This design comes from an exercise in tuning for small area and a short achievable clock period on the open sky130 flow, not from production work. No functional check of the RTL was part of any run shown here.

**flow/run.sh**
```bash
#!/bin/bash
# synth_recipe.tcl (not shown) runs the flow's synth.tcl, then flattens the netlist and writes it again
# the make line also repeats each setting of config.mk as NAME=value (left out here)
make -C /OpenROAD-flow-scripts/flow DESIGN_CONFIG=/design/flow/config.mk WORK_HOME=/design/flow/orfs CLKGATE_MAP_FILE= SYNTH_SCRIPT=/design/flow/synth_recipe.tcl finish
```
**flow/design.v**
```verilog
module enc_filter (
    input  wire       clk,
    input  wire       rst,
    input  wire       load,     
    input  wire       step,     
    input  wire [7:0] y,        
    input  wire       in,
    output reg        out_q,
    output wire       qual      
);
    reg  [7:0] run_q;
    wire       diff = in ^ out_q;
    wire       at_n = (run_q == y);
    assign qual = step && diff && at_n;
    always @(posedge clk) begin
        if (rst) begin
            out_q <= 1'b0;
            run_q <= 8'd0;
        end else if (load) begin
            out_q <= in;
            run_q <= 8'd0;
        end else if (step) begin
            if (qual)
                out_q <= in;
            if (!diff || at_n)
                run_q <= 8'd0;
            else
                run_q <= run_q + 8'd1;
        end
    end
endmodule
module enc_top (
    input  wire        clk,
    input  wire        rst,           
    input  wire        en,            
    input  wire [7:0]  filt_n,        
    input  wire        invert,        
    input  wire        enc_a,
    input  wire        enc_b,
    input  wire        clr_unc,       
    output reg  [47:0] count,         
    output wire [55:0] p256,          
    output wire        fwd,           
    output wire        still,         
    output wire [23:0] deff,          
    output reg  [23:0] delta,         
    output reg         uncertain,     
    output reg  [23:0] ill_count      
);
    localparam [23:0] M24 = 24'hFFFFFF;
    localparam [24:0] ESAT = 25'h1FFFFFF;
    reg  [7:0] y_q;
    reg        en_q;
    wire load = en && !en_q;
    wire step = en && en_q;
    wire fa, fb, qa, qb;
    enc_filter u_fa (.clk(clk), .rst(rst), .load(load), .step(step), .y(y_q),
                     .in(enc_a), .out_q(fa), .qual(qa));
    enc_filter u_fb (.clk(clk), .rst(rst), .load(load), .step(step), .y(y_q),
                     .in(enc_b), .out_q(fb), .qual(qb));
    reg         dir_known, dir_fwd, after_ill, valid, dmax;
    reg  [24:0] e_q;        
    wire illegal  = qa && qb;
    wire legal    = qa ^ qb;
    wire step_fwd = (fa ^ fb ^ qa) ^ invert;
    wire bad      = after_ill || !dir_known || (step_fwd != dir_fwd);
    wire [24:0] e_now = (e_q == ESAT) ? ESAT : e_q + 25'd1;
    wire [25:0] gdiff = {1'b0, e_now} - {18'd0, y_q};
    wire [24:0] gap   = gdiff[25] ? 25'd0 : gdiff[24:0];
    wire        gbig  = |gap[24:24];
    wire [23:0] new_delta = gbig ? M24 : ((gap[23:0] == 24'd0) ? 24'd1 : gap[23:0]);
    reg  [7:0] tk_s;
    reg  [8:0] tk_t;
    reg  [7:0] tb_s;
    reg  [8:0] tb_t;
    wire [24:0] gap1 = gap + 25'd1;
    always @(*) begin
        case (gap1[3:0])
            4'd2:  begin tb_s = 8'd128; tb_t = 9'd0;  end
            4'd3:  begin tb_s = 8'd85;  tb_t = 9'd1;  end
            4'd4:  begin tb_s = 8'd64;  tb_t = 9'd0;  end
            4'd5:  begin tb_s = 8'd51;  tb_t = 9'd1;  end
            4'd6:  begin tb_s = 8'd42;  tb_t = 9'd4;  end
            4'd7:  begin tb_s = 8'd36;  tb_t = 9'd4;  end
            4'd8:  begin tb_s = 8'd32;  tb_t = 9'd0;  end
            4'd9:  begin tb_s = 8'd28;  tb_t = 9'd4;  end
            4'd10: begin tb_s = 8'd25;  tb_t = 9'd6;  end
            4'd11: begin tb_s = 8'd23;  tb_t = 9'd3;  end
            4'd12: begin tb_s = 8'd21;  tb_t = 9'd4;  end
            4'd13: begin tb_s = 8'd19;  tb_t = 9'd9;  end
            4'd14: begin tb_s = 8'd18;  tb_t = 9'd4;  end
            4'd15: begin tb_s = 8'd17;  tb_t = 9'd1;  end
            4'd0:  begin tb_s = 8'd16;  tb_t = 9'd0;  end
            default: begin tb_s = 8'd255; tb_t = 9'd1; end
        endcase
    end
    wire       tk_small = (gap1[24:4] == 21'd0) || (gap1 == 25'd16);
    wire [9:0] tk_d     = {1'b0, tk_t} - {2'b0, tk_s};
    wire [9:0] tk_w     = tk_d + gap1[9:0];
    wire [7:0] tk_s_n   = tk_small ? tb_s : (tk_d[9] ? tk_s - 8'd1 : tk_s);
    wire [8:0] tk_t_n   = tk_small ? tb_t : (tk_d[9] ? tk_w[8:0] : tk_d[8:0]);
    wire        dv_big = |gap[24:16];
    wire [15:0] dv_d   = gap[15:0];
    reg  [16:0] dv_r;
    reg  [7:0]  dv_q;
    reg  [17:0] dv_t;
    integer i;
    always @(*) begin
        dv_r = {9'd0, y_q};
        for (i = 7; i >= 0; i = i - 1) begin
            dv_t = {dv_r, 1'b0} - {2'b0, dv_d};
            if (!dv_big && !dv_t[17]) begin
                dv_q[i] = 1'b1;
                dv_r    = dv_t[16:0];
            end else begin
                dv_q[i] = 1'b0;
                dv_r    = {dv_r[15:0], 1'b0};
            end
        end
    end
    wire dv_sat = ({17'd0, y_q} >= gap);    
    reg  [7:0]  frac_q;
    reg         ovf_q;       
    reg  [23:0] rem_q;
    reg  [7:0]  st_s;
    reg  [8:0]  st_t;
    wire [24:0] rsum  = {1'b0, rem_q} + {16'd0, st_t};
    wire [25:0] rsub  = {1'b0, rsum} - {2'b0, delta};
    wire        rc    = !rsub[25];
    wire [8:0]  qsum  = {1'b0, frac_q} + {1'b0, st_s} + {8'd0, rc};
    always @(posedge clk) begin
        if (rst) begin
            en_q      <= 1'b0;
            y_q       <= 8'd0;
            dir_known <= 1'b0;
            dir_fwd   <= 1'b1;
            after_ill <= 1'b0;
            valid     <= 1'b0;
            dmax      <= 1'b0;
            delta     <= 24'd0;
            e_q       <= ESAT;
            count     <= 48'd0;
            uncertain <= 1'b0;
            ill_count <= 24'd0;
            tk_s      <= 8'd0;
            tk_t      <= 9'd0;
            frac_q    <= 8'd0;
            ovf_q     <= 1'b0;
            rem_q     <= 24'd0;
            st_s      <= 8'd0;
            st_t      <= 9'd0;
        end else begin
            en_q <= en;
            y_q  <= (filt_n == 8'd0) ? 8'd0 : filt_n - 8'd1;
            e_q  <= e_now;
            tk_s <= tk_s_n;
            tk_t <= tk_t_n;
            if (!ovf_q) begin
                frac_q <= qsum[7:0];
                ovf_q  <= qsum[8];
                rem_q  <= rc ? rsub[23:0] : rsum[23:0];
            end
            if (clr_unc)
                uncertain <= 1'b0;
            if (load) begin
                dir_known <= 1'b0;
                dir_fwd   <= 1'b1;
                after_ill <= 1'b0;
                valid     <= 1'b0;
                e_q       <= ESAT;
            end else if (step) begin
                if (illegal) begin
                    uncertain <= 1'b1;
                    if (ill_count != M24)
                        ill_count <= ill_count + 24'd1;
                    after_ill <= 1'b1;
                end else if (legal) begin
                    count <= step_fwd ? count + 48'd1 : count - 48'd1;
                    if (bad) begin
                        valid <= 1'b0;
                    end else begin
                        valid  <= 1'b1;
                        delta  <= new_delta;
                        dmax   <= (new_delta == M24);
                        frac_q <= dv_q;
                        ovf_q  <= dv_sat;
                        rem_q  <= {7'd0, dv_big ? {y_q, 8'd0} : dv_r};
                        st_s   <= tk_s;
                        st_t   <= tk_t;
                    end
                    e_q       <= {17'd0, y_q};
                    tk_s      <= 8'd255;
                    tk_t      <= 9'd1;
                    dir_known <= 1'b1;
                    dir_fwd   <= step_fwd;
                    after_ill <= 1'b0;
                end
            end
        end
    end
    wire [23:0] e24  = e_q[24] ? M24 : e_q[23:0];
    wire        fon  = valid && !dmax;
    wire [7:0]  frac = !fon ? 8'd0 : (ovf_q ? 8'd255 : frac_q);
    assign fwd  = !dir_known || dir_fwd;
    wire [47:0] chi = (fwd || frac == 8'd0) ? count : count - 48'd1;
    assign p256 = {chi, fwd ? frac : 8'd0 - frac};
    assign still = !fon || !fwd;
    assign deff  = still ? 24'd0 : (ovf_q ? e24 : delta);
endmodule
```
**flow/config.mk**
```make
export PLATFORM = sky130hd
export DESIGN_NAME = enc_top
export DESIGN_NICKNAME = enc_top
export VERILOG_FILES = /design/flow/design.v
export SDC_FILE = /design/flow/constraint.sdc
export NUM_CORES = 4
export LEC_CHECK = 0
export CAP_MARGIN = 20
export CORE_MARGIN = 2
export CORE_UTILIZATION = 40
export SLEW_MARGIN = 20
```
**flow/constraint.sdc**
```tcl
create_clock -name core_clock -period 110.0 [get_ports {clk}]
set_input_delay 22.0000 -clock core_clock [delete_from_list [all_inputs] [get_ports {clk}]]
set_output_delay 22.0000 -clock core_clock [all_outputs]
set_load 0.01 [all_outputs]
```
==> impl_metrics.ini, run 1 <==
[clocking]
cts_tree = built
clkTransAtPathRegs_ps = 60
htreeDepth = 1
cts-root-buf = clkbuf_16
cts_buffers = 26
clk_latency_ps = 580
post_cts_resized = 0
clock_sinks = 221
cts_setup_buffers = 0
ctsHoldBuffers = 0
cts.path.max_buffers = 3

[synth]
synth_edf_count = 0
ys_warn_count = 2
synth.distinct_cells = 97
yosys-top-cells-area = dfxtp_1, ha_1, nor2_1
syn_area_mm2 = 0.0233
post-synth-top-count-cell = nor2_1
ys_seq_area_frac = 0.190
synth_common_cells = nor2_1, nand2_1, a21oi_1
synth_area_leader_cell = dfxtp_1
syn_avg_cell_area_um2 = 7.17
synth-seq-cells = 221
postSynth.asyncResetShare = 0
synth_top_cell_area_share = 0.190
synthFlopType = dfxtp_1
syn-instance-count = 3256

[floorplan]
dieArea_mm2 = 0.0603
die_h_um = 246
rows = 88
start_util = 0.405
pin_count = 194
core_mm2 = 0.0577
die_w_um = 246

[route]
drtPass1Iterations = 6
ant_nets = 0
routed_via_density = 5.74
drt_iter0_drc = 1543
drt_wl_total_mm = 78.6
drc_errors = 0
wl_per_cell_um = 19.0
vias = 23800

[sta]
finClkSkew_ps = 24.9
min_period_ps = 33770
slew_headroom = 0.367
setup_violations = 0
slew_violations = 0
fmax_mhz = 29.6
fin_ws_ps = 76230
hold_viol = 0
final.setup.tns_ps = 0
rsz0062_at_grt = no
finalCritPeriodShare = 0.307
tightest_slew_ps = 940

[outcome]
status = no timing/DRC/antenna violations

[place]
dpl-instance-area_mm2 = 0.0260
dp_slack_ps = 76730
dp_hpwl_mm = 60.4
portBuffers = 193
globalplace.congestion = 0.956

[layout]
fin_nets = 3584
utilization = 0.466
area_growth_pct = 15.3
design_area_mm2 = 0.0269
final_layout_size_suffix_gt1_frac = 0.0527

[setup_path]
crit_top_cell = a21oi_1
arrival_ps = 34240
slowest_delay_ps = 900
crit_required_ps = 110470
crit_type = flip-flop to flip-flop
cp-end-kind = flip-flop
worstPathMaxFanout = 26
cp-start-kind = flip-flop
worst_path_max_delay_cell = dfxtp_1

[min_path]
min_path_type = flip-flop to flip-flop

[job]
max_cap_viol_count = 0

[grt]
antenna_found_initial = 1
grt_usage = 0.251
grt-ovfl-total = 0
grt_max_degree = 75
grt_pass1_vias = 22000
grt_pass1_wl_mm = 122
## flip-flops by register name, summed over array words and instances, names as in the netlist, 8 cells and up
signal,count
ill_count,24
st_s,8
st_t,9
count,48
y_q,8
delta,24
e_q,25
u_fa.run_q,8
u_fb.run_q,8
frac_q,8
tk_s,8
rem_q,24
tk_t,9
## routing by layer
| layer | routed length, um | vias up | GRT usage |
|---|---|---|---|
| met2 | 35300 | 714 | 0.411 |
| met4 | 3320 | 2 | 0.0970 |
| met5 | 11 | - | 0 |
| met3 | 4320 | 165 | 0.0284 |
| met1 | 35700 | 11100 | 0.336 |
| li1 | - | 11800 | - |
## cell families (layout without fill, tap and decap cells)
family	after synthesis	in the layout	synth area share
buffers and inverters	311	430	0.0512
xor gates and xnor gates	322	322	0.121
muxes	65	65	0.0304
other	1	4	0.000161
AOI/OAI and AO/OA	884	884	0.241
adders and majority gates	212	212	0.116
and+or+nand+nor	1240	1240	0.251
DFF	221	221	0.190
## stage by stage
stage               std cells  hold slack [ps]
CTS                      4142              461
floorplan                3258              432
global placement         4093              445
detailed placement       4094              450
global route             4142              469
finish                   4143              459
## worst max-delay path: cells and delay by family (launching register included)
kind | cells | cell delay (ps)
simple gates | 42 | 11060
compound gates | 61 | 14570
xor+xnor | 2 | 740
fa+ha+maj | 9 | 2830
buf+inv | 3 | 1000
flops | 1 | 900
mux | 6 | 2530
## cells in the final DEF, fill, tap and decap left out, types with 43 or more instances in the layout
| cell type | synthesis | routed |
|---|---|---|
| nor2_1 | 429 | 428 |
| nand2_1 | 318 | 318 |
| nand3_1 | 58 | 58 |
| o21ai_0 | 218 | 217 |
| a21o_1 | 53 | 53 |
| or3_1 | 71 | 71 |
| a211oi_1 | 58 | 58 |
| dfxtp_1 | 221 | 220 |
| clkdlybuf4s50_1 | 0 | 192 |
| inv_1 | 144 | 144 |
| nor3_1 | 84 | 84 |
| buf_4 | 1 | 43 |
| a21oi_1 | 254 | 252 |
| ha_1 | 204 | 204 |
| xnor2_1 | 181 | 180 |
| xor2_1 | 140 | 139 |
| nand4_1 | 46 | 46 |
## path summary, 6_finish.rpt
check                           endpoint  depth (start not counted)  slack, ps    start
worst max-delay path            rem_q[2]                        123      76230  e_q[24]
worst min-delay path             st_s[3]                          2        460  st_s[3]
worst max register to register  rem_q[2]                        123      76230  e_q[24]
worst min register to register   st_s[3]                          2        460  st_s[3]
## final cells by class
type / count / area, um2
Tap cell: 765 / 957
Clock inverter: 18 / 260
Antenna cell: 1 / 2.50
Inverter: 147 / 552
Sequential cell: 221 / 4430
Fill cell: 5983 / 30800
Multi-Input combinational cell: 2726 / 17800
Clock buffer: 30 / 696
Timing Repair Buffer: 235 / 2240
==> run 2, diff against run 1 <==
==> flow/design.v (replaced) <==
module enc_filter (
    input  wire       clk,
    input  wire       rst,
    input  wire       load,     
    input  wire       step,     
    input  wire [7:0] n,        
    input  wire       in,
    output wire       out_next,
    output wire       qual      
);
    reg       out_q;
    reg [7:0] run_q;
    wire [7:0] run_inc = run_q + 8'd1;
    assign qual     = step && (in != out_q) && (run_inc == n);
    assign out_next = load ? in : (qual ? in : out_q);
    always @(posedge clk) begin
        if (rst) begin
            out_q <= 1'b0;
            run_q <= 8'd0;
        end else if (load) begin
            out_q <= in;
            run_q <= 8'd0;
        end else if (step) begin
            out_q <= out_next;
            if (in == out_q && !qual)
                run_q <= 8'd0;
            else if (qual)
                run_q <= 8'd0;
            else
                run_q <= run_inc;
        end
    end
endmodule
module enc_top (
    input  wire        clk,
    input  wire        rst,           
    input  wire        en,            
    input  wire [7:0]  filt_n,        
    input  wire        invert,        
    input  wire        enc_a,
    input  wire        enc_b,
    input  wire        clr_unc,       
    output reg  [47:0] count,         
    output wire [55:0] p256,          
    output wire        fwd,           
    output wire        still,         
    output wire [23:0] deff,          
    output reg  [23:0] delta,         
    output reg         uncertain,     
    output reg  [23:0] ill_count      
);
    localparam [23:0] M24 = 24'hFFFFFF;
    localparam [24:0] ESAT = 25'h1FFFFFF;
    wire [7:0] n = (filt_n == 8'd0) ? 8'd1 : filt_n;
    reg en_q;
    wire load = en && !en_q;
    wire step = en && en_q;
    wire a_next, b_next, qa, qb;
    enc_filter u_fa (.clk(clk), .rst(rst), .load(load), .step(step), .n(n),
                     .in(enc_a), .out_next(a_next), .qual(qa));
    enc_filter u_fb (.clk(clk), .rst(rst), .load(load), .step(step), .n(n),
                     .in(enc_b), .out_next(b_next), .qual(qb));
    reg  [1:0]  ab_q;
    reg         dir_known, dir_fwd, after_ill, valid;
    reg  [24:0] e_q;        
    wire [1:0] ab_new = {a_next, b_next};
    wire       moved  = step && (ab_new != ab_q);
    wire       illegal = moved && (ab_new == ~ab_q);
    reg raw_fwd;
    always @(*) begin
        case ({ab_q, ab_new})
            4'b0010, 4'b1011, 4'b1101, 4'b0100: raw_fwd = 1'b1;
            default:                            raw_fwd = 1'b0;
        endcase
    end
    wire legal    = moved && !illegal;
    wire step_fwd = raw_fwd ^ invert;
    wire [24:0] e_now  = (e_q == ESAT) ? ESAT : e_q + 25'd1;
    wire [24:0] n_m1   = {17'd0, n - 8'd1};
    wire [24:0] gap    = (e_now > n_m1) ? e_now - n_m1 : 25'd0;
    wire [23:0] gap_s  = (gap > {1'b0, M24}) ? M24 : gap[23:0];
    wire [23:0] new_delta = (gap_s == 24'd0) ? 24'd1 : gap_s;
    always @(posedge clk) begin
        if (rst) begin
            en_q      <= 1'b0;
            ab_q      <= 2'b00;
            dir_known <= 1'b0;
            dir_fwd   <= 1'b1;
            after_ill <= 1'b0;
            valid     <= 1'b0;
            delta     <= 24'd0;
            e_q       <= ESAT;
            count     <= 48'd0;
            uncertain <= 1'b0;
            ill_count <= 24'd0;
        end else begin
            en_q <= en;
            e_q  <= e_now;
            if (clr_unc)
                uncertain <= 1'b0;
            if (load) begin
                ab_q      <= {enc_a, enc_b};
                dir_known <= 1'b0;
                dir_fwd   <= 1'b1;
                after_ill <= 1'b0;
                valid     <= 1'b0;
                e_q       <= ESAT;
            end else if (step) begin
                ab_q <= ab_new;
                if (illegal) begin
                    uncertain <= 1'b1;
                    if (ill_count != M24)
                        ill_count <= ill_count + 24'd1;
                    after_ill <= 1'b1;
                end else if (legal) begin
                    count <= step_fwd ? count + 48'd1 : count - 48'd1;
                    if (after_ill || !dir_known || step_fwd != dir_fwd) begin
                        valid <= 1'b0;
                    end else begin
                        valid <= 1'b1;
                        delta <= new_delta;
                    end
                    e_q       <= n_m1;
                    dir_known <= 1'b1;
                    dir_fwd   <= step_fwd;
                    after_ill <= 1'b0;
                end
            end
        end
    end
    wire [23:0] e24  = (e_q > {1'b0, M24}) ? M24 : e_q[23:0];
    wire [31:0] num  = {e24, 8'd0};
    wire [31:0] quo  = num / {8'd0, delta};
    wire [7:0]  frac = (!valid || delta == M24) ? 8'd0
                     : (quo > 32'd255) ? 8'd255 : quo[7:0];
    assign fwd  = !dir_known || dir_fwd;
    wire [55:0] c256 = {count, 8'd0};
    assign p256 = fwd ? c256 + {48'd0, frac} : c256 - {48'd0, frac};
    assign still = !valid || delta == M24 || !fwd;
    assign deff  = still ? 24'd0 : ((e24 > delta) ? e24 : delta);
endmodule
==> run 2 against run 1 <==
Still clean on timing, DRC and antenna. First-iteration DRC count increased by 140%. Synthesized cell count increased by 66%. Critical path type is now flip-flop to primary output.
==> impl_metrics.ini, run 2 <==
[min_path]
hold_depth = 2
min_path_type = flip-flop to flip-flop

[floorplan]
die_w_um = 314
core_mm2 = 0.0952
pin_count = 194
start_util = 0.404
rows = 113
dieArea_mm2 = 0.0986
die_h_um = 314

[route]
drt_iter0_drc = 3696
ant_nets = 0
wl_per_cell_um = 20.8
drc_errors = 0
vias = 41400
drt_wl_total_mm = 142
routed_via_density = 6.07
drtPass1Iterations = 6

[clocking]
htreeDepth = 4
cts.path.max_buffers = 2
cts-root-buf = clkbuf_16
clk_latency_ps = 460
clock_sinks = 145
cts_tree = built
cts_buffers = 17
clkTransAtPathRegs_ps = 70

[setup_path]
worstPathMaxFanout = 42
rr_worst_depth = 43
worst_path_max_delay_cell = or4_4
crit_required_ps = 88000
cp-start-kind = flip-flop
crit_type = flip-flop to primary output
crit_top_cell = a21oi_1
slowest_delay_ps = 620
arrival_ps = 82470
cp-end-kind = primary output

[sta]
slew_violations = 0
final.setup.tns_ps = 0
finalCritPeriodShare = 0.950
finClkSkew_ps = 19.6
setup_violations = 0
tightest_slew_ps = 1100
fin_ws_ps = 5530
min_period_ps = 104470
fmax_mhz = 9.57
hold_viol = 0
slew_headroom = 0.262

[synth]
synthFlopType = dfxtp_1
synth.distinct_cells = 114
synth_edf_count = 0
syn-instance-count = 5395
synth_top_cell_area_share = 0.185
post-synth-top-count-cell = ha_1
synth_area_leader_cell = ha_1
syn_avg_cell_area_um2 = 7.13
synth-seq-cells = 145
yosys-top-cells-area = ha_1, dfxtp_1, xnor2_1
ys_seq_area_frac = 0.0755
syn_area_mm2 = 0.0384
postSynth.asyncResetShare = 0
ys_warn_count = 2
synth_common_cells = ha_1, nor2_1, nand2_1

[layout]
top_regs = count: 48 flops, e_q: 25 flops
final_common_cell = ha_1
final_layout_size_suffix_gt1_frac = 0.0908
multiInputGateArea_mm2 = 0.0347
nFillCells = 9740
fin_cells = 6830
fin_nets = 6138
area_growth_pct = 12.3
largest_reg_flops = 48
regMostFlops = count
most-common-layout-cells = ha_1, nor2_1, nand2_1
design_area_mm2 = 0.0432
register_area_mm2 = 0.00290

[grt]
grt_max_degree = 76
grt_pass1_vias = 38000
grt_pass1_wl_mm = 217
grt-ovfl-total = 0
antenna_found_initial = 3
grt_usage = 0.274

[place]
dpl.cell_count = 6780
dp_hpwl_mm = 110
globalplace.congestion = 0.970
dp_slack_ps = -34.1
dpl-instance-area_mm2 = 0.0420
portBuffers = 193

[job]
max_cap_viol_count = 0

[outcome]
status = no timing/DRC/antenna violations
## run 2: changes by cell type after synthesis, moves of 76 or more
cell and delta:
ha_1 +365, nand3_1 +77, nand2_1 +213, o21a_1 +87
a21oi_1 +241, xnor2_1 +128, nor2_1 +114, a21o_1 +135
o21ai_0 +90, dfxtp_1 -76, mux2_2 +129
## run 2: worst max-delay path: cells and delay by family, from the launching register on
family,cells,cell delay [ps]
xor+xnor,1,150
fa+ha+maj,33,10040
simple gates,85,17960
flops,1,430
compound gates,200,45420
mux,13,4430
buf+inv,18,3500
## run 2: metrics by stage
step | utilization | hold slack [ps]
after floorplan | - | 431
after global placement | 0.441 | 458
after detailed placement | 0.441 | 460
after CTS | 0.448 | 471
after global routing | 0.454 | 486
final | 0.454 | 468
## run 2: repair_timing
action	CTS	global route
cloned	0	1
setup buffers	0	16
pin swaps	0	8
gates resized for setup	6	83
hold buffers	0	0
setup endpoints to repair	26	56
## run 2: path summary, 6_finish.rpt
check / from / end / slack, ps
setup / recovery: delta[8] / p256[54] / 5530
hold / removal: after_ill / after_ill / 470
setup reg to reg: u_fb.run_q[2] / count[47] / 100250
hold reg to reg: after_ill / after_ill / 470
## run 2: layout make-up
cell class / instances / share of cell area
antenna: 1 / 0.0000580
timing repair buffer: 294 / 0.0626
sequential: 145 / 0.0673
clock buffer: 17 / 0.00986
clock inverter: 15 / 0.00461
tap: 1265 / 0.0367
multi-input combinational: 4909 / 0.803
inverter: 184 / 0.0160
## run 2: kinds of logic (layout without fill, tap and decap cells)
group / count (synthesis) / in the layout / share of synthesized area
and+or+nand+nor: 1990 / 1991 / 0.251
AOI/OAI and AO/OA: 1669 / 1669 / 0.285
adders and majority gates: 572 / 572 / 0.187
xor gates and xnor gates: 482 / 482 / 0.110
buffers and inverters: 342 / 510 / 0.0344
muxes: 195 / 195 / 0.0569
DFF: 145 / 145 / 0.0755
other: 0 / 1 / 0
## run 2: routing by layer
| metal | share of wire | vias to the layer above | global-route usage |
|---|---|---|---|
| met5 | 0 | - | 0 |
| li1 | - | 20300 | - |
| met3 | 0.077 | 201 | 0.0380 |
| met2 | 0.44 | 1510 | 0.444 |
| met4 | 0.024 | 0 | 0.0658 |
| met1 | 0.46 | 19400 | 0.382 |

what the ideal ports hide:
Ports are ideal in the flow. The routed layouts listed here were re-timed in OpenROAD. Step 1: set_driving_cell puts a clkbuf_16 on clk and a buf_2 on each other input, an assumption about the parent block. Step 2, shift: input delay + t, output delay - t, t = (earliest + latest rising clock arrival at the registers) / 2. This alone moves slack from input paths to output paths. Three values: ideal, step 1, step 2; two values: the first two.
run	t, ns	slack for setup (ns)	cell pins on the clock port's net
run 1	0.629	76.230 / 76.230 / 76.230	1
run 2	0.504	5.525 / 5.473 / 5.977	1
After both steps setup and hold are still met in every run listed.
